This design comes from an exercise in tuning for small area and a short achievable clock period on the open sky130 flow, not from production work.
Where RTL was checked, it was by simulation tests only, not by an equivalence proof against the original.
Power figures rest on the tool's default switching activity, not on a simulated workload.

==> job 421 <==
==> flow/design.v <==
module cic_decim (
    input  wire               clk,
    input  wire               rst,         
    input  wire               restart,     
    input  wire [2:0]         cfg_order,   
    input  wire [5:0]         cfg_shift,   
    input  wire [20:0]        cfg_ratio,   
    input  wire               in_valid,
    input  wire signed [23:0] in_data,
    input  wire               in_sat,
    output reg                out_valid,
    output reg  signed [23:0] out_data,
    output reg                out_sat
);
    localparam W = 88;
    reg         clr_r, v_r, sat_r;
    reg  [23:0] x_r;
    reg  [2:0]  order_c;
    reg  [5:0]  shift_c;
    reg  [20:0] ratio_c;
    always @(posedge clk) begin
        clr_r <= rst | restart;
        v_r   <= in_valid;
        sat_r <= in_sat;
        x_r   <= in_data;
        if (rst | restart) begin
            order_c <= cfg_order;
            shift_c <= cfg_shift;
            ratio_c <= cfg_ratio;
        end
    end
    wire       bypass = (ratio_c == 21'd1);
    wire [2:0] n_eff  = bypass ? 3'd0 : order_c;
    wire [5:0] s_eff  = bypass ? 6'd0 : shift_c;
    wire [5:1] pass_now;           
    genvar gk;
    generate
        for (gk = 1; gk <= 5; gk = gk + 1) begin : g_pass
            assign pass_now[gk] = (n_eff < gk);
        end
    endgenerate
    reg  [5:1] cl_pass  [1:9];
    reg  [5:0] cl_shift [1:9];
    reg  [22:0] span;              
    integer d;
    always @(posedge clk) begin
        cl_pass[1]  <= pass_now;
        cl_shift[1] <= s_eff;
        for (d = 2; d <= 9; d = d + 1) begin
            cl_pass[d]  <= cl_pass[d-1];
            cl_shift[d] <= cl_shift[d-1];
        end
        span <= order_c * (ratio_c - 21'd1);
    end
    reg  [20:0] pcnt;       
    reg  [22:0] satcnt;     
    wire last_in = (pcnt == ratio_c);
    wire strobe0 = v_r & last_in;
    wire win_sat = sat_r | (satcnt != 23'd0);
    always @(posedge clk) begin
        if (clr_r) begin
            pcnt   <= 21'd1;
            satcnt <= 23'd0;
        end else if (v_r) begin
            pcnt <= last_in ? 21'd1 : pcnt + 21'd1;
            if (sat_r)
                satcnt <= span;
            else if (satcnt != 23'd0)
                satcnt <= satcnt - 23'd1;
        end
    end
    reg  [4:0] vd;
    reg  [8:0] cd;
    reg  [7:1] sb, ss;
    reg  [6:1] sf;
    reg        out_seen;    
    always @(posedge clk) begin
        vd <= {vd[3:0], v_r};
        cd <= {cd[7:0], clr_r};
        ss <= {ss[6:1], win_sat};
        sf <= {sf[5:1], ~out_seen};
        if (clr_r)        out_seen <= 1'b0;
        else if (strobe0) out_seen <= 1'b1;
        if (rst) sb <= 7'd0;
        else     sb <= {sb[6:1], strobe0};
    end
    wire [8:0] clr_d = {cd[7:0], clr_r};    
    wire [4:0] v_d   = {vd[3:0], v_r};
    wire [7:0] sb_d  = {sb, strobe0};        
    function is_last(input [5:1] pass, input integer k);
        is_last = ~pass[k] & ((k == 5) | pass[(k == 5) ? 5 : k + 1]);
    endfunction
    reg  [5:1] kill_r;
    always @(posedge clk) begin
        kill_r[1] <= rst | restart | pass_now[1] | (strobe0 & is_last(pass_now, 1));
        kill_r[2] <= clr_d[0] | cl_pass[1][2] | (sb_d[1] & is_last(cl_pass[1], 2));
        kill_r[3] <= clr_d[1] | cl_pass[2][3] | (sb_d[2] & is_last(cl_pass[2], 3));
        kill_r[4] <= clr_d[2] | cl_pass[3][4] | (sb_d[3] & is_last(cl_pass[3], 4));
        kill_r[5] <= clr_d[3] | cl_pass[4][5] | (sb_d[4] & is_last(cl_pass[4], 5));
    end
    reg  [W-1:0] integ [1:5];
    wire [W-1:0] x_ext = {{(W-24){x_r[23]}}, x_r};
    wire [W-1:0] isum  [1:5];
    generate
        for (gk = 1; gk <= 5; gk = gk + 1) begin : g_int
            wire kill = kill_r[gk];
            wire [W-1:0] fb  = kill ? {W{1'b0}} : integ[gk];
            wire [W-1:0] src = (gk == 1) ? x_ext : integ[gk-1];
            wire [W-1:0] add = v_d[gk-1] ? src : {W{1'b0}};
            bk_add #(.N(W)) u_add (.a(fb), .b(add), .ci(1'b0), .s(isum[gk]));
            always @(posedge clk) integ[gk] <= isum[gk];
        end
    endgenerate
    reg  [W-1:0] dly2, dly3, dly4, dly5;
    reg  [W-1:0] tq;
    reg ph_b, e2, e3, e4, e5, ld2, ld3, ld4, ld5;
    wire phb_nx = sb[5] & ~cl_pass[6][1];
    always @(posedge clk) begin
        ph_b <= phb_nx;
        e2   <= ~phb_nx & ~cl_pass[5][2] & ~sf[4];
        e3   <= ~phb_nx & ~cl_pass[5][3] & ~sf[4];
        e4   <=  phb_nx & ~cl_pass[6][4] & ~sf[5];
        e5   <=  phb_nx & ~cl_pass[6][5] & ~sf[5];
        ld2  <= sb[4] & ~cl_pass[5][2];
        ld3  <= sb[4] & ~cl_pass[5][3];
        ld4  <= phb_nx & ~cl_pass[6][4];
        ld5  <= phb_nx & ~cl_pass[6][5];
    end
    wire [W-1:0] xa = ph_b ? tq : integ[5];
    wire [W-1:0] xb = ({W{e2}} & dly2) | ({W{e4}} & dly4);
    wire [W-1:0] yb = ({W{e3}} & dly3) | ({W{e5}} & dly5);
    wire [W-1:0] cx, cy;
    bk_add #(.N(W)) u_cx (.a(xa), .b(~xb), .ci(1'b1), .s(cx));
    wire [W-1:0] nxb = ~xb, nyb = ~yb;
    wire [W-1:0] cs_s = xa ^ nxb ^ nyb;
    wire [W-1:0] cs_m = (xa & nxb) | (xa & nyb) | (nxb & nyb);
    bk_add #(.N(W)) u_cy (.a(cs_s), .b({cs_m[W-2:0], 1'b1}), .ci(1'b1), .s(cy));
    always @(posedge clk) begin
        tq <= cy;
        if (ld2) dly2 <= integ[5];
        if (ld3) dly3 <= cx;
        if (ld4) dly4 <= tq;
        if (ld5) dly5 <= cx;
    end
    reg         o_val, o_sat;
    reg  [5:0]  sh;
    wire        byp_nx = sb[5] & cl_pass[6][1];
    always @(posedge clk) begin
        o_val <= ~rst & (byp_nx | (sb[6] & ~cl_pass[7][1]));
        o_sat <= byp_nx ? ss[5] : ss[6];
        sh    <= byp_nx ? 6'd0 : cl_shift[7];
    end
    wire [W-1:0] yv = tq;
    wire [W:0] z0 = {yv, 1'b0};
    wire [W:0] z1 = sh[5] ? {32'd0, z0[W:32]} : z0;
    wire       s1 = sh[5] & (|z0[31:0]);
    wire [W:0] z2 = sh[4] ? {16'd0, z1[W:16]} : z1;
    wire       s2 = s1 | (sh[4] & (|z1[15:0]));
    wire [W:0] z3 = sh[3] ? {8'd0, z2[W:8]} : z2;
    wire       s3 = s2 | (sh[3] & (|z2[7:0]));
    wire [W:0] z4 = sh[2] ? {4'd0, z3[W:4]} : z3;
    wire       s4 = s3 | (sh[2] & (|z3[3:0]));
    wire [W:0] z5 = sh[1] ? {2'd0, z4[W:2]} : z4;
    wire       s5 = s4 | (sh[1] & (|z4[1:0]));
    wire [W:0] z6 = sh[0] ? {1'd0, z5[W:1]} : z5;
    wire       sticky = s5 | (sh[0] & z5[0]);
    wire [23:0] qf    = z6[24:1];           
    wire        guard = z6[0];
    wire        sign  = yv[W-1];
    reg  [62:0] hi_mask;
    integer i;
    always @(*) begin
        for (i = 0; i < 63; i = i + 1)
            hi_mask[i] = (i >= sh);
    end
    wire hi_ne  = |((yv[W-2:24] ^ {63{sign}}) & hi_mask);
    wire rup    = guard & (sticky | qf[0]);
    wire lo_ones = &qf[22:0];
    wire sat_hi = ~sign & (hi_ne | qf[23] | (lo_ones & rup));
    wire sat_lo =  sign & (hi_ne | (~qf[23] & ~(lo_ones & rup)));
    wire [23:0] qr = qf + {23'd0, rup};
    always @(posedge clk) begin
        if (rst) begin
            out_valid <= 1'b0;
            out_data  <= 24'sd0;
            out_sat   <= 1'b0;
        end else begin
            out_valid <= o_val;
            if (o_val) begin
                if (sat_hi) begin
                    out_data <= 24'h7fffff;
                    out_sat  <= 1'b1;
                end else if (sat_lo) begin
                    out_data <= 24'h800000;
                    out_sat  <= 1'b1;
                end else begin
                    out_data <= qr;
                    out_sat  <= o_sat;
                end
            end
        end
    end
endmodule
module bk_add #(parameter N = 88) (
    input  wire [N-1:0] a,
    input  wire [N-1:0] b,
    input  wire         ci,
    output wire [N-1:0] s
);
    localparam L = (N > 64) ? 7 : (N > 32) ? 6 : (N > 16) ? 5 : (N > 8) ? 4 : (N > 4) ? 3 : (N > 2) ? 2 : 1;
    wire [N-1:0] p = a ^ b;
    wire [N-1:0] g0 = (a & b);
    wire [N-1:0] gl [0:L];
    wire [N-1:0] pl [0:L];
    assign gl[0] = {g0[N-1:1], g0[0] | (p[0] & ci)};
    assign pl[0] = p;
    genvar l, j;
    generate
        for (l = 0; l < L; l = l + 1) begin : g_lv
            for (j = 0; j < N; j = j + 1) begin : g_b
                if ((j >> l) % 2 == 1) begin : g_n
                    assign gl[l+1][j] = gl[l][j] | (pl[l][j] & gl[l][((j >> l) << l) - 1]);
                    assign pl[l+1][j] = pl[l][j] & pl[l][((j >> l) << l) - 1];
                end else begin : g_p
                    assign gl[l+1][j] = gl[l][j];
                    assign pl[l+1][j] = pl[l][j];
                end
            end
        end
    endgenerate
    wire [N-1:0] c = gl[L];               
    assign s = p ^ {c[N-2:0], ci};
endmodule
==> flow/run.sh <==
#!/bin/bash
# synth_recipe.tcl (not shown) runs the flow's synth.tcl, then flattens the netlist and writes it again
# the make line also repeats each setting of config.mk as NAME=value (left out here)
make -C /OpenROAD-flow-scripts/flow DESIGN_CONFIG=/design/flow/config.mk WORK_HOME=/design/flow/orfs CLKGATE_MAP_FILE= SYNTH_SCRIPT=/design/flow/synth_recipe.tcl finish
==> flow/config.mk <==
export PLATFORM = sky130hd
export DESIGN_NAME = cic_decim
export DESIGN_NICKNAME = cic_decim
export VERILOG_FILES = /design/flow/design.v
export SDC_FILE = /design/flow/constraint.sdc
export NUM_CORES = 4
export LEC_CHECK = 0
export CAP_MARGIN = 20
export CORE_MARGIN = 2
export CORE_UTILIZATION = 40
export CTS_CLUSTER_DIAMETER = 150
export CTS_CLUSTER_SIZE = 22
export SETUP_SLACK_MARGIN = 5
export SLEW_MARGIN = 20
==> flow/constraint.sdc <==
create_clock -name core_clock -period 16.5 [get_ports {clk}]
set_input_delay 3.3000 -clock core_clock [delete_from_list [all_inputs] [get_ports {clk}]]
set_output_delay 3.3000 -clock core_clock [all_outputs]
set_load 0.01 [all_outputs]
==> job 1631: changes against job 421 <==
==> flow/design.v, changed modules only <==
module cic_decim (
    input  wire               clk,
    input  wire               rst,         
    input  wire               restart,     
    input  wire [2:0]         cfg_order,   
    input  wire [5:0]         cfg_shift,   
    input  wire [20:0]        cfg_ratio,   
    input  wire               in_valid,
    input  wire signed [23:0] in_data,
    input  wire               in_sat,
    output reg                out_valid,
    output reg  signed [23:0] out_data,
    output reg                out_sat
);
    localparam W = 88;
    reg         clr_r, v_r, sat_r;
    reg  [23:0] x_r;
    reg  [2:0]  order_c;
    reg  [5:0]  shift_c;
    reg  [20:0] ratio_c;
    always @(posedge clk) begin
        clr_r <= rst | restart;
        v_r   <= in_valid;
        sat_r <= in_sat;
        x_r   <= in_data;
        if (rst | restart) begin
            order_c <= cfg_order;
            shift_c <= cfg_shift;
            ratio_c <= cfg_ratio;
        end
    end
    wire       bypass = (ratio_c == 21'd1);
    wire [2:0] n_eff  = bypass ? 3'd0 : order_c;
    wire [5:0] s_eff  = bypass ? 6'd0 : shift_c;
    wire [5:1] pass_now;           
    genvar gk;
    generate
        for (gk = 1; gk <= 5; gk = gk + 1) begin : g_pass
            assign pass_now[gk] = (n_eff < gk);
        end
    endgenerate
    reg  [5:1] cl_pass  [1:9];
    reg  [5:0] cl_shift [1:9];
    reg  [22:0] span;              
    integer d;
    always @(posedge clk) begin
        cl_pass[1]  <= pass_now;
        cl_shift[1] <= s_eff;
        for (d = 2; d <= 9; d = d + 1) begin
            cl_pass[d]  <= cl_pass[d-1];
            cl_shift[d] <= cl_shift[d-1];
        end
        span <= order_c * (ratio_c - 21'd1);
    end
    reg  [20:0] pcnt;       
    reg  [22:0] satcnt;     
    wire last_in = (pcnt == ratio_c);
    wire strobe0 = v_r & last_in;
    wire win_sat = sat_r | (satcnt != 23'd0);
    always @(posedge clk) begin
        if (clr_r) begin
            pcnt   <= 21'd1;
            satcnt <= 23'd0;
        end else if (v_r) begin
            pcnt <= last_in ? 21'd1 : pcnt + 21'd1;
            if (sat_r)
                satcnt <= span;
            else if (satcnt != 23'd0)
                satcnt <= satcnt - 23'd1;
        end
    end
    reg  [4:0] vd;
    reg  [8:0] cd;
    reg  [8:1] sb, ss;
    reg  [7:1] sf;          
    reg        out_seen;    
    always @(posedge clk) begin
        vd <= {vd[3:0], v_r};
        cd <= {cd[7:0], clr_r};
        ss <= {ss[7:1], win_sat};
        sf <= {sf[6:1], ~out_seen};
        if (clr_r)        out_seen <= 1'b0;
        else if (strobe0) out_seen <= 1'b1;
        if (rst) sb <= 8'd0;
        else     sb <= {sb[7:1], strobe0};
    end
    wire [8:0] clr_d = {cd[7:0], clr_r};    
    wire [4:0] v_d   = {vd[3:0], v_r};
    reg  [5:1] kill_r;      
    always @(posedge clk) begin
        kill_r[1] <= rst | restart | pass_now[1];
        kill_r[2] <= clr_d[0] | cl_pass[1][2];
        kill_r[3] <= clr_d[1] | cl_pass[2][3];
        kill_r[4] <= clr_d[2] | cl_pass[3][4];
        kill_r[5] <= clr_d[3] | cl_pass[4][5];
    end
    reg  [W-1:0] integ [1:5];
    wire [W-1:0] x_ext = {{(W-24){x_r[23]}}, x_r};
    wire [W-1:0] isum  [1:5];
    generate
        for (gk = 1; gk <= 5; gk = gk + 1) begin : g_int
            wire kill = kill_r[gk];
            wire [W-1:0] fb  = kill ? {W{1'b0}} : integ[gk];
            wire [W-1:0] src = (gk == 1) ? x_ext : integ[gk-1];
            wire [W-1:0] add = v_d[gk-1] ? src : {W{1'b0}};
            bk_add #(.N(W)) u_add (.a(fb), .b(add), .ci(1'b0), .s(isum[gk]));
            always @(posedge clk) integ[gk] <= isum[gk];
        end
    endgenerate
    reg  [W-1:0] dly1, dly2, dly3, dly4, dly5;
    reg  [W-1:0] tq, yv;
    reg ph_b, e1, e2, e3, e4, use_z, ld1, ld2, ld3, ld4, ld5;
    always @(posedge clk) begin
        ph_b  <= sb[5] & ~cl_pass[6][1];
        e1    <= ~(sb[5] & ~cl_pass[6][1]) & ~cl_pass[5][1] & ~sf[4];
        e2    <= ~(sb[5] & ~cl_pass[6][1]) & ~cl_pass[5][2] & ~sf[4];
        e3    <=  (sb[5] & ~cl_pass[6][1]) & ~cl_pass[6][3] & ~sf[5];
        e4    <=  (sb[5] & ~cl_pass[6][1]) & ~cl_pass[6][4] & ~sf[5];
        use_z <= sb[6] & ~cl_pass[7][5] & ~sf[6];
        ld1   <= sb[4] & ~cl_pass[5][1];
        ld2   <= sb[4] & ~cl_pass[5][2];
        ld3   <= sb[5] & ~cl_pass[6][3];
        ld4   <= sb[5] & ~cl_pass[6][4];
        ld5   <= sb[6] & ~cl_pass[7][5];
    end
    wire [W-1:0] xa = ph_b ? tq : integ[5];
    wire [W-1:0] xb = ({W{e1}} & dly1) | ({W{e3}} & dly3);
    wire [W-1:0] yb = ({W{e2}} & dly2) | ({W{e4}} & dly4);
    wire [W-1:0] zb = {W{use_z}} & dly5;
    wire [W-1:0] cx, cy, cz;
    bk_add #(.N(W)) u_cx (.a(xa), .b(~xb), .ci(1'b1), .s(cx));
    wire [W-1:0] nxb = ~xb, nyb = ~yb;
    wire [W-1:0] cs_s = xa ^ nxb ^ nyb;
    wire [W-1:0] cs_m = (xa & nxb) | (xa & nyb) | (nxb & nyb);
    bk_add #(.N(W)) u_cy (.a(cs_s), .b({cs_m[W-2:0], 1'b1}), .ci(1'b1), .s(cy));
    bk_add #(.N(W)) u_cz (.a(tq), .b(~zb), .ci(1'b1), .s(cz));
    always @(posedge clk) begin
        tq <= cy;
        yv <= cz;
        if (ld1) dly1 <= integ[5];
        if (ld2) dly2 <= cx;
        if (ld3) dly3 <= tq;
        if (ld4) dly4 <= cx;
        if (ld5) dly5 <= tq;
    end
    reg         o_val, o_sat;
    reg  [5:0]  sh;
    wire        byp_nx = sb[6] & cl_pass[7][1];
    always @(posedge clk) begin
        o_val <= byp_nx | (sb[7] & ~cl_pass[8][1]);
        o_sat <= byp_nx ? ss[6] : ss[7];
        sh    <= byp_nx ? 6'd0 : cl_shift[8];
    end
    wire [W:0] z0 = {yv, 1'b0};
    wire [W:0] z1 = sh[5] ? {32'd0, z0[W:32]} : z0;
    wire       s1 = sh[5] & (|z0[31:0]);
    wire [W:0] z2 = sh[4] ? {16'd0, z1[W:16]} : z1;
    wire       s2 = s1 | (sh[4] & (|z1[15:0]));
    wire [W:0] z3 = sh[3] ? {8'd0, z2[W:8]} : z2;
    wire       s3 = s2 | (sh[3] & (|z2[7:0]));
    wire [W:0] z4 = sh[2] ? {4'd0, z3[W:4]} : z3;
    wire       s4 = s3 | (sh[2] & (|z3[3:0]));
    wire [W:0] z5 = sh[1] ? {2'd0, z4[W:2]} : z4;
    wire       s5 = s4 | (sh[1] & (|z4[1:0]));
    wire [W:0] z6 = sh[0] ? {1'd0, z5[W:1]} : z5;
    wire       sticky = s5 | (sh[0] & z5[0]);
    wire [23:0] qf    = z6[24:1];           
    wire        guard = z6[0];
    wire        sign  = yv[W-1];
    reg  [62:0] hi_mask;
    integer i;
    always @(*) begin
        for (i = 0; i < 63; i = i + 1)
            hi_mask[i] = (i >= sh);
    end
    wire hi_ne  = |((yv[W-2:24] ^ {63{sign}}) & hi_mask);
    wire rup    = guard & (sticky | qf[0]);
    wire lo_ones = &qf[22:0];
    wire sat_hi = ~sign & (hi_ne | qf[23] | (lo_ones & rup));
    wire sat_lo =  sign & (hi_ne | (~qf[23] & ~(lo_ones & rup)));
    wire [23:0] qr = qf + {23'd0, rup};
    always @(posedge clk) begin
        if (rst) begin
            out_valid <= 1'b0;
            out_data  <= 24'sd0;
            out_sat   <= 1'b0;
        end else begin
            out_valid <= o_val;
            if (o_val) begin
                if (sat_hi) begin
                    out_data <= 24'h7fffff;
                    out_sat  <= 1'b1;
                end else if (sat_lo) begin
                    out_data <= 24'h800000;
                    out_sat  <= 1'b1;
                end else begin
                    out_data <= qr;
                    out_sat  <= o_sat;
                end
            end
        end
    end
endmodule
module bk_add #(parameter N = 88) (
    input  wire [N-1:0] a,
    input  wire [N-1:0] b,
    input  wire         ci,
    output wire [N-1:0] s
);
    localparam L = (N > 64) ? 7 : (N > 32) ? 6 : (N > 16) ? 5 : (N > 8) ? 4 : (N > 4) ? 3 : (N > 2) ? 2 : 1;
    wire [N-1:0] p = a ^ b;
    wire [N-1:0] g0 = (a & b);
    wire [N-1:0] gl [0:2*L];
    wire [N-1:0] pl [0:2*L];
    assign gl[0] = {g0[N-1:1], g0[0] | (p[0] & ci)};
    assign pl[0] = p;
    genvar l, j;
    generate
        for (l = 0; l < L; l = l + 1) begin : g_up
            for (j = 0; j < N; j = j + 1) begin : g_b
                if ((j % (2 << l)) == ((2 << l) - 1) && j >= (1 << l)) begin : g_n
                    assign gl[l+1][j] = gl[l][j] | (pl[l][j] & gl[l][j - (1 << l)]);
                    assign pl[l+1][j] = pl[l][j] & pl[l][j - (1 << l)];
                end else begin : g_p
                    assign gl[l+1][j] = gl[l][j];
                    assign pl[l+1][j] = pl[l][j];
                end
            end
        end
        for (l = L - 2; l >= 0; l = l - 1) begin : g_dn
            for (j = 0; j < N; j = j + 1) begin : g_b
                if ((j % (2 << l)) == ((1 << l) * 3 - 1) % (2 << l) && j >= (3 << l) - 1) begin : g_n
                    assign gl[2*L-1-l][j] = gl[2*L-2-l][j] | (pl[2*L-2-l][j] & gl[2*L-2-l][j - (1 << l)]);
                    assign pl[2*L-1-l][j] = pl[2*L-2-l][j];
                end else begin : g_p
                    assign gl[2*L-1-l][j] = gl[2*L-2-l][j];
                    assign pl[2*L-1-l][j] = pl[2*L-2-l][j];
                end
            end
        end
    endgenerate
    wire [N-1:0] c = gl[2*L-1];           
    assign s = p ^ {c[N-2:0], ci};
endmodule
==> flow/flow/run.sh (new file) <==
#!/bin/bash
# The standard layout (the standard.sh: ORFS synthesis to final layout),
# with ORFS's timing repair aiming at a setup slack of 11 ns on the design's
# own clock and constraints, so that the layout is sized and buffered for a
# short achieved period. The make output goes to standard_make.log.
set -euo pipefail
bash standard.sh SETUP_SLACK_MARGIN=11 finish > standard_make.log 2>&1
==> flow/standard.sh (new file) <==
#!/bin/bash
# synth_recipe.tcl (not shown) runs the flow's synth.tcl, then flattens the netlist and writes it again
# the make line also repeats each setting of config.mk as NAME=value (left out here)
make -C /OpenROAD-flow-scripts/flow DESIGN_CONFIG=/design/flow/config.mk WORK_HOME=/design/flow/orfs CLKGATE_MAP_FILE= SYNTH_SCRIPT=/design/flow/synth_recipe.tcl "${@:-finish}"
Settings changed: CTS_CLUSTER_DIAMETER 150 to unset, CTS_CLUSTER_SIZE 22 to unset, SETUP_SLACK_MARGIN 5 to unset.
removed: flow/run.sh
==> job 9169: changes against job 421 <==
--- a/flow/design.v
+++ b/flow/design.v
@@ -42,5 +42,4 @@
     reg  [5:1] cl_pass  [1:9];
     reg  [5:0] cl_shift [1:9];
-    reg  [22:0] span;              
     integer d;
     always @(posedge clk) begin
@@ -51,21 +50,27 @@
             cl_shift[d] <= cl_shift[d-1];
         end
-        span <= order_c * (ratio_c - 21'd1);
     end
     reg  [20:0] pcnt;       
-    reg  [22:0] satcnt;     
+    reg  [20:0] sat_a;
+    reg  [2:0]  sat_n;
     wire last_in = (pcnt == ratio_c);
     wire strobe0 = v_r & last_in;
-    wire win_sat = sat_r | (satcnt != 23'd0);
+    wire win_sat = sat_r | (sat_a != 21'd0) | (sat_n > 3'd1);
     always @(posedge clk) begin
         if (clr_r) begin
-            pcnt   <= 21'd1;
-            satcnt <= 23'd0;
+            pcnt  <= 21'd1;
+            sat_a <= 21'd0;
+            sat_n <= 3'd0;
         end else if (v_r) begin
             pcnt <= last_in ? 21'd1 : pcnt + 21'd1;
-            if (sat_r)
-                satcnt <= span;
-            else if (satcnt != 23'd0)
-                satcnt <= satcnt - 23'd1;
+            if (sat_r) begin
+                sat_a <= ratio_c - 21'd1;
+                sat_n <= bypass ? 3'd1 : order_c;
+            end else if (sat_a != 21'd0) begin
+                sat_a <= sat_a - 21'd1;
+            end else if (sat_n > 3'd1) begin
+                sat_a <= ratio_c - 21'd2;
+                sat_n <= sat_n - 3'd1;
+            end
         end
     end
==> flow/flow/run.sh (new file) <==
#!/bin/bash
# The standard layout (the standard.sh: ORFS synthesis to final layout),
# with ORFS's timing repair aiming at a setup slack of 11.7 ns on the design's
# own clock and constraints, so that the layout is sized and buffered for a
# short achieved period. The make output goes to standard_make.log.
set -euo pipefail
bash standard.sh SETUP_SLACK_MARGIN=11.7 finish > standard_make.log 2>&1
==> flow/standard.sh (new file) <==
#!/bin/bash
# synth_recipe.tcl (not shown) runs the flow's synth.tcl, then flattens the netlist and writes it again
# the make line also repeats each setting of config.mk as NAME=value (left out here)
make -C /OpenROAD-flow-scripts/flow DESIGN_CONFIG=/design/flow/config.mk WORK_HOME=/design/flow/orfs CLKGATE_MAP_FILE= SYNTH_SCRIPT=/design/flow/synth_recipe.tcl "${@:-finish}"
Settings changed: SETUP_SLACK_MARGIN 5 to unset.
removed: flow/run.sh
==> flow_summary.yaml <==
status:
  status: "timing/DRC/antenna clean"
drt:
  via_count: 54200
cts:
  cts.sinks: 1338
setup_path:
  rr_worst_depth: 21
die:
  dieHeight_um: 454
The numbers above come from job 1631.

==> flow_summary.yaml <==
cts:
  cts.sinks: 1126
drt:
  via_count: 50800
status:
  status: "timing/DRC/antenna clean"
die:
  dieHeight_um: 422
power:
  p_seq_share_pct: 50.2
setup_path:
  rr_worst_depth: 16
  crit_end: "tq[87]$_DFF_P_"
The numbers above come from job 9169.

==> flow_summary.yaml <==
status:
  status: "timing/DRC/antenna clean"
drt:
  via_count: 51300
finish:
  utilization_pct: 43.0
cts:
  cts.sinks: 1148
die:
  dieHeight_um: 426
The numbers above come from job 421.

No functional check of the RTL was part of job 1631.

[port drivers added, routing unchanged]
The results above use ideal ports. As a check the final layouts listed here were re-extracted and re-timed, cells and wires unchanged.
Step 1: set_driving_cell puts a clkbuf_16 on clk and a buf_2 on each other input, an assumption about the parent block.
Step 2 moves the port delays by t, midway between the first and last clock arrival at a register: inputs arrive t later, outputs are due t later. That takes back most of the time a late clock gives input paths.
Three values: ideal, step 1, step 2; two values: the first two.
run | t, ns | setup WS [ns] | worst register clock-pin slew, ns | worst slew at a driven data input, ns
job 421 | 0.814 | 10.082 / 10.082 / 10.082 | 0.11 / 0.11 | 0.05
job 1631 | 0.867 | 11.076 / 11.076 / 11.076 | 0.07 / 0.07 | 0.05
job 9169 | 0.786 | 11.805 / 11.740 / 11.327 | 0.11 / 0.11 | 0.04
After both steps setup and hold are still met in every run listed. The setup slack of job 9169, which loses most, moves by -0.065 ns with the drivers and by -0.478 ns with both steps.
